This is an optimization exercise on Yosys and OpenROAD, whose aim is small area, a short achievable clock period and few clock cycles per item, not a production implementation. In this exercise RTL edits were held to simulation tests only and were not proved equivalent to the original. No activity file was given, so power comes from the tool's default toggle rates.

// m960_xacc_lane
module m960_xacc_lane (
    input  wire        clk,
    input  wire        rst,         
    input  wire        in_valid,
    output wire        in_ready,
    input  wire [5:0]  in_op,
    input  wire [1:0]  in_n,        
    input  wire [63:0] in_a,        
    input  wire [31:0] in_b,        
    output wire        out_valid,
    output wire [63:0] out_data
);
For scale: about 170 I/O pins, about 65000 µm² of cells after synthesis.
export LEC_CHECK = 0
export CAP_MARGIN = 20
export CORE_MARGIN = 2
export CORE_UTILIZATION = 40
export CTS_CLUSTER_DIAMETER = 150
export CTS_CLUSTER_SIZE = 22
export SLEW_MARGIN = 20
create_clock -name core_clock -period 15.0 [get_ports {clk}]
standard.sh (not shown) runs the stock make flow with config.mk's settings and CLKGATE_MAP_FILE= SYNTH_SCRIPT=/design/flow/synth_recipe.tcl, a recipe that flattens the netlist after the stock synthesis.
==> flow/flow/run.sh <==
#!/bin/bash
# The standard layout (standard.sh) with three additions:
#  - after the standard synthesis, fapol.py flips the polarity of full adders
#    where that removes inverters (a full adder is self-dual); registers and
#    all other cells stay as synthesised;
#  - the port buffers are buf_2 cells instead of the default delay cells.
set -euo pipefail
bash standard.sh synth > standard_synth.log 2>&1
R=orfs/results/sky130hd/m960_xacc_lane/base
cp $R/1_2_yosys.v $R/1_2_yosys_std.v
python3 flow/fapol.py $R/1_2_yosys_std.v $R/1_2_yosys.v > fapol.log 2>&1
rm -f $R/1_synth.odb $R/1_synth.sdc
export SETUP_SLACK_MARGIN=10.9
export BUFFER_PORTS_ARGS="-buffer_cell sky130_fd_sc_hd__buf_2"
bash standard.sh finish > standard_finish.log 2>&1
Other scripts of this flow, unchanged in this note and not shown: flow/flow/fapol.py
The first run completed without violations.
Testbench counts at the start, summed over its fixed seeds: cycles 32,048, ops 32,000.
Then changed:
--- a/flow/flow/run.sh
+++ b/flow/flow/run.sh
@@ -13 +13 @@
-export SETUP_SLACK_MARGIN=10.9
+export SETUP_SLACK_MARGIN=10.8
Result:
- The changed run finished clean
- global-route usage goes down by 0.18 points
- register-to-register slack is worse by 0.03 ns
- clock skew goes down by 0.0063 ns

---

m960_xacc_lane again, from the RTL that the note above started with.
// m960_xacc_lane
module m960_xacc_lane (
    input  wire        clk,
    input  wire        rst,         
    input  wire        in_valid,
    output wire        in_ready,
    input  wire [5:0]  in_op,
    input  wire [1:0]  in_n,        
    input  wire [63:0] in_a,        
    input  wire [31:0] in_b,        
    output wire        out_valid,
    output wire [63:0] out_data
);
    localparam [5:0] OP_XMAC = 6'h20,
                     OP_XCLR = 6'h21,
                     OP_XRND = 6'h22,
                     OP_FTOL = 6'h24,
                     OP_LTOF = 6'h25;
    assign in_ready = 1'b1;
    wire go     = in_valid && !rst;
    reg        imac, iclr, irnd, iftl, iltf;
    reg [1:0]  inn;
    reg [39:0] ia;
    reg [31:0] ib;
    always @(posedge clk) begin
        imac <= go && (in_op == OP_XMAC);
        iclr <= go && (in_op == OP_XCLR);
        irnd <= go && (in_op == OP_XRND);
        iftl <= go && (in_op == OP_FTOL);
        iltf <= go && (in_op == OP_LTOF);
        inn  <= in_n;
        ia   <= in_a[39:0];
        ib   <= in_b;
    end
    wire [39:0] cv_a;
    wire [31:0] cv_b;
    wire        cv_neg, cv_big;
    wire [1:0]  cv_q;
    m960_conv_enc u_enc (.a(ia), .ftol(iftl), .ma(cv_a), .mb(cv_b),
                         .neg(cv_neg), .big(cv_big), .q(cv_q));
    reg        mac0, clr0, rnd0, cv0, ltf0, big0, nb0;
    reg [1:0]  n0;
    reg [1:0]  q0;
    reg [39:0] a0;
  ...
export LEC_CHECK = 0
export CAP_MARGIN = 20
export CORE_MARGIN = 2
export CORE_UTILIZATION = 40
export SLEW_MARGIN = 20
create_clock -name core_clock -period 15.0 [get_ports {clk}]
==> flow/flow/run.sh <==
#!/bin/bash
# The standard layout (standard.sh) with three additions:
#  - after the standard synthesis, fapol.py flips the polarity of full adders
#    where that removes inverters (a full adder is self-dual); registers and
#    all other cells stay as synthesised;
#  - the port buffers are buf_2 cells instead of the default delay cells.
set -euo pipefail
bash standard.sh synth > standard_synth.log 2>&1
R=orfs/results/sky130hd/m960_xacc_lane/base
cp $R/1_2_yosys.v $R/1_2_yosys_std.v
python3 flow/fapol.py $R/1_2_yosys_std.v $R/1_2_yosys.v > fapol.log 2>&1
rm -f $R/1_synth.odb $R/1_synth.sdc
export SETUP_SLACK_MARGIN=10.8
export BUFFER_PORTS_ARGS="-buffer_cell sky130_fd_sc_hd__buf_2"
bash standard.sh finish > standard_finish.log 2>&1
Other scripts of this flow, unchanged in this note and not shown: flow/flow/fapol.py
The baseline ran to the end with no violations.
Testbench counts at the start, summed over its fixed seeds: cycles 32,048, ops 32,000.
Next try:
--- a/flow/flow/run.sh
+++ b/flow/flow/run.sh
@@ -11,5 +11,5 @@
 python3 flow/fapol.py $R/1_2_yosys_std.v $R/1_2_yosys.v > fapol.log 2>&1
 rm -f $R/1_synth.odb $R/1_synth.sdc
-export SETUP_SLACK_MARGIN=10.8
+export SETUP_SLACK_MARGIN=10.7
 export BUFFER_PORTS_ARGS="-buffer_cell sky130_fd_sc_hd__buf_2"
 bash standard.sh finish > standard_finish.log 2>&1
CTS_CLUSTER_SIZE = 22   (was default)
Global-route usage went up by 0.14 points.
Via count stays flat.
Clock power went down by about 4%.
Clock skew went up by 0.046 ns.
Fmax went down by 0.95%.
Design area went down by 0.82%.
Worst hold slack gains 0.013 ns.
Worst setup slack loses 0.041 ns.
Routed wire length is about the same.

==> afterwards: timing with drivers on the ports <==
The results above use ideal ports. As a check the final layouts listed here were re-extracted and re-timed, cells and wires unchanged. Step 1 assumes that a clkbuf_16 drives the clock port and a buf_2 every other input. Step 2 times the ports against the registers' clock, not the clock port: input delays grow and output delays shrink by t, the midpoint of the rising clock arrivals with the driver on. Slacks: ideal ports / drivers / drivers and shift; pairs: ideal ports / drivers.
run | t (ns) | setup slack, ns | worst hold slack (ns)
the first run of note 1 | 0.787 | 10.753 / 10.670 / 10.689 | 0.315 / 0.315 / 0.315
the second run of note 1 | 0.772 | 10.762 / 10.683 / 10.621 | 0.318 / 0.318 / 0.318
the first run of note 2 | 0.823 | 10.726 / 10.644 / 10.600 | 0.295 / 0.295 / 0.295
the second run of note 2 | 0.830 | 10.685 / 10.636 / 10.572 | 0.308 / 0.308 / 0.308
After both steps every run listed still meets setup and hold. The setup slack of the second run of note 1, which loses most, moves by -0.079 ns with the drivers and by -0.141 ns with both steps.
